From an optimization exercise on the open Yosys and OpenROAD flow, aimed at small area, a short achievable clock period and few clock cycles per item; shortcuts taken in it are not production practice.
Where RTL was checked, it was by simulation tests only, not by an equivalence proof against the original.
No activity file was given, so power comes from the tool's default toggle rates.

==> inputs of try-ember <==
// photre_enc
module photre_enc (
    input  wire        clk,
    input  wire        rst,           
    input  wire        start,
    output wire        ready,         
    input  wire [6:0]  cfg_width,     
    input  wire [4:0]  cfg_rows,      
    input  wire [1:0]  cfg_depth,     
    input  wire [4:0]  cfg_q,         
    input  wire        cfg_mono,      
    input  wire        px_valid,
    output wire        px_ready,
    input  wire [15:0] px_data,
    output reg         out_valid,
    output reg  [31:0] out_data,
    output reg         out_last,
    output reg  [4:0]  out_k0,
    output reg  [15:0] out_nbits
);
clock: 70.0 ns
lec_check: 0
cap_margin: 20
core_margin: 2
core_utilization: 40
cts_buf_list: sky130_fd_sc_hd__clkbuf_8
cts_cluster_diameter: 50
cts_cluster_size: 16
slew_margin: 20
run.sh (not shown) runs the stock make flow with config.mk's settings and CLKGATE_MAP_FILE= SYNTH_SCRIPT=/design/flow/synth_recipe.tcl, a recipe that flattens the netlist after the stock synthesis.
==> inputs of try-amber, as changes to try-ember <==
==> flow/config.mk (replaced) <==
export PLATFORM = sky130hd
export DESIGN_NAME = photre_enc
export DESIGN_NICKNAME = photre_enc
export VERILOG_FILES = /design/flow/design.v
export SDC_FILE = /design/flow/constraint.sdc
export NUM_CORES = 4
export LEC_CHECK = 0
export CAP_MARGIN = 20
export CORE_MARGIN = 2
export CORE_UTILIZATION = 40
export CTS_BUF_LIST = sky130_fd_sc_hd__clkbuf_8 sky130_fd_sc_hd__clkbuf_16
export CTS_CLUSTER_DIAMETER = 60
export CTS_CLUSTER_SIZE = 20
export SLEW_MARGIN = 20
==> inputs of try-yarrow, as changes to try-ember <==
--- a/flow/design.v
+++ b/flow/design.v
@@ -267,31 +267,16 @@
         sB4 <= {sB4[NB*3-1:0], ch7};
         sB8 <= {sB8[NB*7-1:0], ch8};
         sB16 <= {sB16[NB*15-1:0], ch9};
         sB32 <= {sB32[NB*31-1:0], ch10};
         sB33 <= {sB33[NB*32-1:0], ch11};
         T1   <= chC;
         T2   <= T1;
     end
-    function [1:0] cmp17;
-        input [16:0] a;
-        input [16:0] b;
-        integer i;
-        reg eq, gt;
-        begin
-            eq = 1'b1;
-            gt = 1'b0;
-            for (i = 16; i >= 0; i = i - 1) begin
-                gt = gt | (eq & a[i] & ~b[i]);
-                eq = eq & ~(a[i] ^ b[i]);
-            end
-            cmp17 = {gt, eq};
-        end
-    endfunction
     function [20:0] dsteps;
         input [4:0]  r0;
         input [15:0] xin;
         input [4:0]  q;
         input integer hi;
         input integer lo;
         integer i;
         reg [4:0]  rr;
@@ -317,48 +302,65 @@
     endfunction
     wire [15:0] xs0 = it_fl[F_CF] ? first : (d0 & maxv);
     wire [20:0] ds0 = dsteps(5'd0, xs0, cQ, 15, 8);
     wire [15:0] rpQ = chC >> rw;
     wire [4:0]  rpR = chC[4:0] & rmask;
     wire [NB-1:0] c0s = p2 ? T2 : T1;
     wire [20:0]   ds1  = dsteps(y1, x1, cQ, 7, 0);
     wire [NB-1:0] b1s  = f1[F_NOB] ? fP : T1;
-    wire [1:0]    ccb  = cmp17(c1, b1s);
-    wire          cgeb = ccb[1] | ccb[0];
-    wire          cleb = ~ccb[1];
+    wire [NB:0]   dcb  = {1'b0, c1} - {1'b0, b1s};
+    wire          cgeb = ~dcb[NB];
+    wire          cleb = dcb[NB] | (dcb == {(NB+1){1'b0}});
     wire [15:0]   Qv = x2;
     wire [4:0]    Rv = y2;
     wire [NB-1:0] b2 = f2[F_NOB] ? fP : T2;
     wire [NB-1:0] a2 = p2 ? E2 : E1;
     wire [4:0]    am = a2[4:0] & rmask;
     wire [4:0]    bm = b2[4:0] & rmask;
     wire [4:0]    cm = c2[4:0] & rmask;
-    wire [1:0] cca  = cmp17(c2, a2);
-    wire [1:0] cab  = cmp17(a2, b2);
-    wire agtb = cab[1];
-    wire cgea = cca[1] | cca[0];
-    wire clea = ~cca[1];
+    wire [NB:0] dca = {1'b0, c2} - {1'b0, a2};
+    wire agtb = (a2 > b2);
+    wire cgea = ~dca[NB];
+    wire clea = dca[NB] | (dca == {(NB+1){1'b0}});
     wire cmax = cgea & cgeb2;
     wire cmin = clea & cleb2;
     wire selB = f2[F_NOA] | (~f2[F_NOB] & ((cmax & agtb) | (~cmax & cmin & ~agtb)));
     wire selC = ~f2[F_NOA] & ~f2[F_NOB] & ~cmax & ~cmin;
     wire signed [6:0] rs0  = $signed({2'b00, am}) + $signed({2'b00, bm}) - $signed({2'b00, cm});
     wire              rsn  = rs0[6];
     wire              rsq  = ~rs0[6] & (rs0 >= $signed({2'b00, cQ}));
     wire        [4:0] abcm = rsn ? (rs0[4:0] + cQ) : rsq ? (rs0[4:0] - cQ) : rs0[4:0];
     wire        [NB:0] abs0 = {1'b0, a2} + {1'b0, b2} - {1'b0, c2};
     wire        [NB-1:0] abc = rsn ? (abs0[NB-1:0] - {12'd0, kq}) :
                                rsq ? (abs0[NB-1:0] + {12'd0, kq}) : abs0[NB-1:0];
-    wire [5:0] rvh  = {1'b0, Rv} + {2'b00, hq};
-    wire [5:0] rvl  = {1'b0, Rv} - {2'b00, hq};           
-    wire       rvln = ({1'b0, Rv} < {2'b00, hq});
-    wire [2:0] kA = {({1'b0, am}   > rvh), (~rvln & ({1'b0, am}   < rvl)), (am   > mR)};
-    wire [2:0] kB = {({1'b0, bm}   > rvh), (~rvln & ({1'b0, bm}   < rvl)), (bm   > mR)};
-    wire [2:0] kC = {({1'b0, abcm} > rvh), (~rvln & ({1'b0, abcm} < rvl)), (abcm > mR)};
+    function [2:0] cand;
+        input [4:0] pm;
+        input [4:0] rv;
+        input [4:0] q;
+        input [3:0] h;
+        input [4:0] mr;
+        reg signed [6:0] dd0;
+        reg signed [6:0] dd;
+        reg signed [6:0] t;
+        begin
+            dd0 = $signed({2'b00, pm}) - $signed({2'b00, rv});
+            if (dd0 > $signed({3'b000, h}))
+                dd = dd0 - $signed({2'b00, q});
+            else if (dd0 < -$signed({3'b000, h}))
+                dd = dd0 + $signed({2'b00, q});
+            else
+                dd = dd0;
+            t = $signed({2'b00, rv}) + dd;
+            cand = {t[6], ~t[6] & (t >= $signed({2'b00, q})), pm > mr};
+        end
+    endfunction
+    wire [2:0] kA = cand(am,   Rv, cQ, hq, mR);
+    wire [2:0] kB = cand(bm,   Rv, cQ, hq, mR);
+    wire [2:0] kC = cand(abcm, Rv, cQ, hq, mR);
     wire [2:0] kS = selB ? kB : selC ? kC : kA;
     wire [4:0] pmS = selB ? bm : selC ? abcm : am;
     wire [16:0] Qv1  = {1'b0, Qv} + 17'd1;
     wire [15:0] Qvm  = Qv - 16'd1;
     wire        qz   = (Qv == 16'd0);
     wire        qeqm = (Qv == mQ);
     wire        q1eq = (Qv1 == {1'b0, mQ});
     wire [16:0] Qru  = kS[2] ? {1'b0, Qvm} : kS[1] ? Qv1 : {1'b0, Qv};
@@ -377,42 +379,27 @@
     reg        r4v, r5v;
     reg [2:0]  f4;           
     reg [16:0] m4;
     reg  [22:0] sacc;             
     reg  [5:0]  gcnt;
     reg  [4:0]  kcur, k0r;
     wire [22:0] sm1 = sacc + {6'd0, m4};
     wire [5:0]  gn  = gcnt + 6'd1;
-    function lt6;
-        input [5:0] a;
-        input [5:0] b;
-        integer i;
-        reg eq, lt;
-        begin
-            eq = 1'b1;
-            lt = 1'b0;
-            for (i = 5; i >= 0; i = i - 1) begin
-                lt = lt | (eq & ~a[i] & b[i]);
-                eq = eq & ~(a[i] ^ b[i]);
-            end
-            lt6 = lt;
-        end
-    endfunction
     reg  [4:0]  knew;
     reg  [16:0] kok;
     wire [27:0] smx = {6'd0, sm1[21:0]};
     reg  [16:0] hiz;                  
     integer     kj, ki;
     always @* begin
         hiz[16] = 1'b0;
         for (kj = 15; kj >= 0; kj = kj - 1)
             hiz[kj] = hiz[kj+1] | smx[kj + 6];
         for (ki = 0; ki < 17; ki = ki + 1)
-            kok[ki] = sm1[22] | ((~hiz[ki]) & lt6(smx[ki +: 6], gn));
+            kok[ki] = sm1[22] | ((~hiz[ki]) & (smx[ki +: 6] < gn));
         knew = 5'd17;
         for (ki = 16; ki >= 0; ki = ki - 1)
             if (kok[ki]) knew = ki[4:0];
     end
     wire [16:0] u4   = m4 >> kcur;
     wire        esc4 = (|u4[16:5]) | (u4[4] & u4[3]);
     wire [16:0] lowm = m4 & ~(17'h1ffff << kcur);
     wire [17:0] fld4 = esc4 ? {1'b0, m4} : {lowm, 1'b1};
==> flow/config.mk (replaced) <==
export PLATFORM = sky130hd
export DESIGN_NAME = photre_enc
export DESIGN_NICKNAME = photre_enc
export VERILOG_FILES = /design/flow/design.v
export SDC_FILE = /design/flow/constraint.sdc
export NUM_CORES = 4
export LEC_CHECK = 0
export CAP_MARGIN = 20
export CORE_MARGIN = 2
export CORE_UTILIZATION = 40
export CTS_BUF_LIST = sky130_fd_sc_hd__clkbuf_8 sky130_fd_sc_hd__clkbuf_16
export CTS_CLUSTER_DIAMETER = 60
export CTS_CLUSTER_SIZE = 20
export SLEW_MARGIN = 20
==> flow_summary.json <==
{
  "status": "complete, no violations",
  "cts_root_buffer": "clkbuf_8",
  "hpwl_mm": 146,
  "critPathRequiredTime_ns": 56.00,
  "viasPerCell": 5.05,
  "multiInputGateArea_um2": 30300,
  "crit_path_cell_trace": "clkdlybuf4s50_1",
  "grt_max_degree": 95,
  "inverters": 316
}
-- figures above: try-ember

==> flow_summary.json <==
{
  "status": "complete, no violations",
  "hpwl_mm": 147,
  "critPathRequiredTime_ns": 56.00,
  "viasPerCell": 5.08,
  "grt_max_degree": 83,
  "inverters": 348,
  "fp.dieW_um": 489,
  "multiInputGateArea_um2": 34300,
  "row_count": 178,
  "cts_root_buffer": "clkbuf_16"
}
-- figures above: try-yarrow

==> flow_summary.json <==
{
  "status": "complete, no violations",
  "viasPerCell": 5.07,
  "grt_max_degree": 95,
  "cts_root_buffer": "clkbuf_16",
  "finalPower_mw": 4.10,
  "hpwl_mm": 146,
  "stdcell_count": 10800,
  "critPathRequiredTime_ns": 70.54,
  "synth-seq-cells": 2716
}
-- figures above: try-amber

Testbench counts of try-ember, summed over its fixed seeds: cycles 102,161, pixels 98,304.
Testbench counts of try-amber, summed over its fixed seeds: cycles 102,161, pixels 98,304.
Only the layout flow was run in try-yarrow; the RTL was not checked for function there.

* * *

==> 02-19 <==
Another version of the RTL of photre_enc (not shown whole).
==> flow/design.v (excerpt) <==
module photre_enc (
    input  wire        clk,
    input  wire        rst,           
    input  wire        start,
    output wire        ready,         
    input  wire [6:0]  cfg_width,     
    input  wire [4:0]  cfg_rows,      
    input  wire [1:0]  cfg_depth,     
    input  wire [4:0]  cfg_q,         
    input  wire        cfg_mono,      
    input  wire        px_valid,
    output wire        px_ready,
    input  wire [15:0] px_data,
    output reg         out_valid,
    output reg  [31:0] out_data,
    output reg         out_last,
    output reg  [4:0]  out_k0,
    output reg  [15:0] out_nbits
);
clock: 70.0 ns
lec_check: 0
cap_margin: 20
core_margin: 2
core_utilization: 40
cts_buf_list: sky130_fd_sc_hd__clkbuf_8
cts_cluster_diameter: 50
cts_cluster_size: 16
slew_margin: 20
==> 03-01 (differences from 02-19) <==
--- a/flow/design.v
+++ b/flow/design.v
@@ -254,24 +254,23 @@
                 end
             end
             dsteps = {rr, xx};
         end
     endfunction
     wire [15:0] xs0 = it_fl[F_CF] ? first : (d0 & maxv);
-    wire [20:0] ds0 = dsteps(5'd0, xs0, cQ, 15, 9);
+    wire [20:0] ds0 = dsteps(5'd0, xs0, cQ, 15, 8);
     wire [15:0] rpQ = chC >> rw;
     wire [4:0]  rpR = chC[4:0] & rmask;
     wire [NB-1:0] c0s = p2 ? T2 : T1;
-    wire [20:0]   ds1  = dsteps(y1, x1, cQ, 8, 2);
+    wire [20:0]   ds1  = dsteps(y1, x1, cQ, 7, 0);
     wire [NB-1:0] b1s  = f1[F_NOB] ? fP : T1;
     wire [1:0]    ccb  = cmp17(c1, b1s);
     wire          cgeb = ccb[1] | ccb[0];
     wire          cleb = ~ccb[1];
-    wire [20:0]   ds2 = dsteps(y2, x2, cQ, 1, 0);
-    wire [15:0]   Qv = f2[F_RP] ? x2 : ds2[15:0];
-    wire [4:0]    Rv = f2[F_RP] ? y2 : ds2[20:16];
+    wire [15:0]   Qv = x2;
+    wire [4:0]    Rv = y2;
     wire [NB-1:0] b2 = f2[F_NOB] ? fP : T2;
     wire [NB-1:0] a2 = p2 ? E2 : E1;
     wire [4:0]    am = a2[4:0] & rmask;
     wire [4:0]    bm = b2[4:0] & rmask;
     wire [4:0]    cm = c2[4:0] & rmask;
     wire [1:0] cca  = cmp17(c2, a2);
@@ -308,15 +307,15 @@
     wire        rovf = Qru[16] | cmx[1];
     assign rec = rneg ? {NB{1'b0}} : rovf ? mP : ruP;
     wire [NB-1:0] Psel = selB ? b2 : selC ? abc : a2;
     wire [15:0]   Qp   = Psel >> rw;
     wire [17:0]   qe   = {rneg, rneg | Qru[16], Qru[15:0]} - {2'b00, Qp};
     wire [16:0]   msym = {qe[15:0] ^ {16{qe[17]}}, qe[17]};
-    wire signed [6:0] mr0 = $signed({1'b0, Rv, 1'b0}) - 7'sd1;
+    wire signed [6:0] mr0 = $signed({1'b0, y2, 1'b0}) - 7'sd1;
     wire [4:0]  mRn = mr0[6] ? (cQ - 5'd1) : (mr0 >= $signed({2'b00, cQ})) ? (mr0[4:0] - cQ) : mr0[4:0];
-    wire [16:0] mQn = mr0[6] ? ({Qv, 1'b0} - 17'd1) : (mr0 >= $signed({2'b00, cQ})) ? ({Qv, 1'b0} + 17'd1) : {Qv, 1'b0};
+    wire [16:0] mQn = mr0[6] ? ({x2, 1'b0} - 17'd1) : (mr0 >= $signed({2'b00, cQ})) ? ({x2, 1'b0} + 17'd1) : {x2, 1'b0};
     wire ben = ~pkst_r;
     reg        r4v, r5v;
     reg [2:0]  f4;           
     reg [16:0] m4;
     reg  [22:0] sacc;             
     reg  [5:0]  gcnt;
@@ -404,13 +403,13 @@
     wire [2:0]  ph_pr  = fadv ? nx_ph : ph;
     wire [6:0]  x_pr   = fadv ? nx_x  : x;
     wire        in_nx  = ((ph_pr == PH_P1) | (ph_pr == PH_NM)) & (x_pr < cW);
     wire        r0v_pr = pxr_r | (r0v & ~consume);
     wire        cons_pr = in_nx & aligned_pr & ~pkst_nx;
     wire        inact_pr = in_act & ~(pxr_r & in_last);
-    wire        pxr_nx = ~rst & ~srst & inact_pr & (~r0v_pr | cons_pr);
+    wire        pxr_nx = ~rst & ~srst & ((inact_pr & (~r0v_pr | cons_pr)) | act);
     wire        rdy_nx = ~rst & ~srst & ~inact_pr & ~acc_start & (ph_pr == PH_IDLE);
     always @(posedge clk) begin
         pxr_r   <= pxr_nx;
         ready_r <= rdy_nx;
     end
     always @(posedge clk) begin
@@ -460,13 +459,13 @@
             x2    <= f1[F_RP] ? x1 : ds1[15:0];
             y2    <= f1[F_RP] ? y1 : ds1[20:16];
             c2    <= c1;
             cgeb2 <= cgeb;
             cleb2 <= cleb;
             if (f2[F_CF]) begin
-                fP <= pack({1'b0, Qv}, Rv, rw);
+                fP <= pack({1'b0, x2}, y2, rw);
                 mP <= pack(mQn, mRn, rw);
             end
         end
     end
     always @(posedge clk) begin
         if (srst) begin
==> flow/flow/run.sh (new file) <==
#!/bin/bash
# The standard layout (standard.sh), with plain buf_2 buffers on the ports
# in place of the delay buffers that buffer_ports picks by default.  The
# whole ORFS output goes to standard.log in the work folder.
set -euo pipefail
cd "$(dirname "$0")/.."
export BUFFER_PORTS_ARGS="-buffer_cell sky130_fd_sc_hd__buf_2"
bash standard.sh > standard.log 2>&1
==> flow/standard.sh (new file) <==
#!/bin/bash
# synth_recipe.tcl (not shown) runs the flow's synth.tcl, then flattens the netlist and writes it again
# the make line also repeats each setting of config.mk as NAME=value (left out here)
make -C /OpenROAD-flow-scripts/flow DESIGN_CONFIG=/design/flow/config.mk WORK_HOME=/design/flow/orfs CLKGATE_MAP_FILE= SYNTH_SCRIPT=/design/flow/synth_recipe.tcl "${@:-finish}"
==> flow/config.mk (replaced) <==
export PLATFORM = sky130hd
export DESIGN_NAME = photre_enc
export DESIGN_NICKNAME = photre_enc
export VERILOG_FILES = /design/flow/design.v
export SDC_FILE = /design/flow/constraint.sdc
export NUM_CORES = 4
export LEC_CHECK = 0
export CAP_MARGIN = 5
export CORE_MARGIN = 2
export CORE_UTILIZATION = 55
export CTS_BUF_LIST = sky130_fd_sc_hd__clkbuf_16
export CTS_CLUSTER_DIAMETER = 80
export CTS_CLUSTER_SIZE = 30
export SLEW_MARGIN = 5
removed: flow/run.sh
==> 11-09 (differences from 02-19) <==
--- a/flow/design.v
+++ b/flow/design.v
@@ -404,13 +404,13 @@
     wire [2:0]  ph_pr  = fadv ? nx_ph : ph;
     wire [6:0]  x_pr   = fadv ? nx_x  : x;
     wire        in_nx  = ((ph_pr == PH_P1) | (ph_pr == PH_NM)) & (x_pr < cW);
     wire        r0v_pr = pxr_r | (r0v & ~consume);
     wire        cons_pr = in_nx & aligned_pr & ~pkst_nx;
     wire        inact_pr = in_act & ~(pxr_r & in_last);
-    wire        pxr_nx = ~rst & ~srst & inact_pr & (~r0v_pr | cons_pr);
+    wire        pxr_nx = ~rst & ~srst & ((inact_pr & (~r0v_pr | cons_pr)) | act);
     wire        rdy_nx = ~rst & ~srst & ~inact_pr & ~acc_start & (ph_pr == PH_IDLE);
     always @(posedge clk) begin
         pxr_r   <= pxr_nx;
         ready_r <= rdy_nx;
     end
     always @(posedge clk) begin
==> flow/flow/run.sh (new file) <==
#!/bin/bash
# The standard layout (standard.sh), with plain buf_2 buffers on the ports
# in place of the delay buffers that buffer_ports picks by default.  The
# whole ORFS output goes to standard.log in the work folder.
set -euo pipefail
cd "$(dirname "$0")/.."
export BUFFER_PORTS_ARGS="-buffer_cell sky130_fd_sc_hd__buf_2"
bash standard.sh > standard.log 2>&1
==> flow/standard.sh (new file) <==
#!/bin/bash
# synth_recipe.tcl (not shown) runs the flow's synth.tcl, then flattens the netlist and writes it again
# the make line also repeats each setting of config.mk as NAME=value (left out here)
make -C /OpenROAD-flow-scripts/flow DESIGN_CONFIG=/design/flow/config.mk WORK_HOME=/design/flow/orfs CLKGATE_MAP_FILE= SYNTH_SCRIPT=/design/flow/synth_recipe.tcl "${@:-finish}"
==> flow/config.mk (replaced) <==
export PLATFORM = sky130hd
export DESIGN_NAME = photre_enc
export DESIGN_NICKNAME = photre_enc
export VERILOG_FILES = /design/flow/design.v
export SDC_FILE = /design/flow/constraint.sdc
export NUM_CORES = 4
export LEC_CHECK = 0
export CAP_MARGIN = 5
export CORE_MARGIN = 2
export CORE_UTILIZATION = 40
export CTS_BUF_LIST = sky130_fd_sc_hd__clkbuf_16
export CTS_CLUSTER_DIAMETER = 80
export CTS_CLUSTER_SIZE = 30
export SLEW_MARGIN = 5
removed: flow/run.sh
==> summary.md <==
| Metric | Value |
|---|---|
| Worst slew pin tran | `approximately 1300 ps` |
| Layout fillers | `about 19000` |
| Final Instance Area | `89800 sq um` |
| Outcome | `no timing/DRC/antenna violations` |
| Share of layout cells above drive strength 1 | `under 10%` |
| CP startpoint | `out_nbits[7]$_DFFE_PP_` |
Source of the figures above: 11-09

==> summary.md <==
| Metric | Value |
|---|---|
| Outcome | `no timing/DRC/antenna violations` |
| Nets | `roughly 7500` |
| Share of layout cells above drive strength 1 | `under 10%` |
| CP startpoint | `out_nbits[7]$_DFFE_PP_` |
| CP max stage delay | `slightly below 600 ps` |
| Layout fillers | `18900` |
| MaxCap Viol Count | `0` |
| Final Instance Area | `~91000 sq um` |
| Synth area leaders | `dfxtp_1 (58%), edfxtp_1 (8.3%), ha_1 (4.2%)` |
| Initial drt markers | `3907` |
Source of the figures above: 02-19

==> summary.md <==
| Metric | Value |
|---|---|
| Outcome | `no timing/DRC/antenna violations` |
| Yosys warnings | `1` |
| Multiplexer area fraction after synthesis | `around 3.8%` |
| CP Launch Type | `flip-flop` |
| Placed Instances | `between 8000 and 9000` |
| Final Instance Area | `88900 sq um` |
| Layout fillers | `12400` |
| Gate power share | `a little over a third` |
| Share of layout cells above drive strength 1 | `roughly 7.2%` |
| Multi-input combinational area share | `between 20 and 30%` |
| Worst slew pin tran | `~1200 ps` |
| CP startpoint | `cQ[1]$_DFFE_PP_` |
Source of the figures above: 03-01

Testbench counts of 03-01, summed over its fixed seeds: cycles 102,241, pixels 98,304.
Testbench counts of 11-09, summed over its fixed seeds: cycles 102,241, pixels 98,304.
Function not checked in 02-19: the RTL went through the layout flow alone.

port drivers added, routing unchanged:
The flow's constraints put no driver on any port. The routed layouts listed below were extracted and timed again, unchanged, in two steps.
Step 1 assumes that a clkbuf_16 drives the clock port and a buf_2 every other input.
Step 2 also shifts input and output timing later by t, the mid clock arrival at the registers, as if the neighbouring blocks saw the same clock.
a / b / c = ideal ports / drivers / drivers and shift; a / b = the first two.
run	t (ns)	setup WS [ns]	clock arrival spread, ns	worst slew at a driven data input, ns	pins driven straight from the clock port
try-ember	1.077	54.021 / 53.937 / 53.796	0.095 / 0.095	0.03	1
try-amber	0.916	54.155 / 54.080 / 53.843	0.093 / 0.093	0.03	1
try-yarrow	0.920	54.274 / 54.174 / 54.019	0.064 / 0.064	0.04	1
02-19	1.044	54.014 / 53.928 / 53.756	0.071 / 0.071	0.06	1
03-01	0.845	54.499 / 54.499 / 54.104	0.072 / 0.073	0.04	1
11-09	0.857	54.565 / 54.483 / 54.444	0.064 / 0.064	0.19	1
After both steps every run listed still meets setup and hold. For 03-01, which loses most, drivers alone change the setup slack by 0.000 ns; drivers and shift together by -0.395 ns.
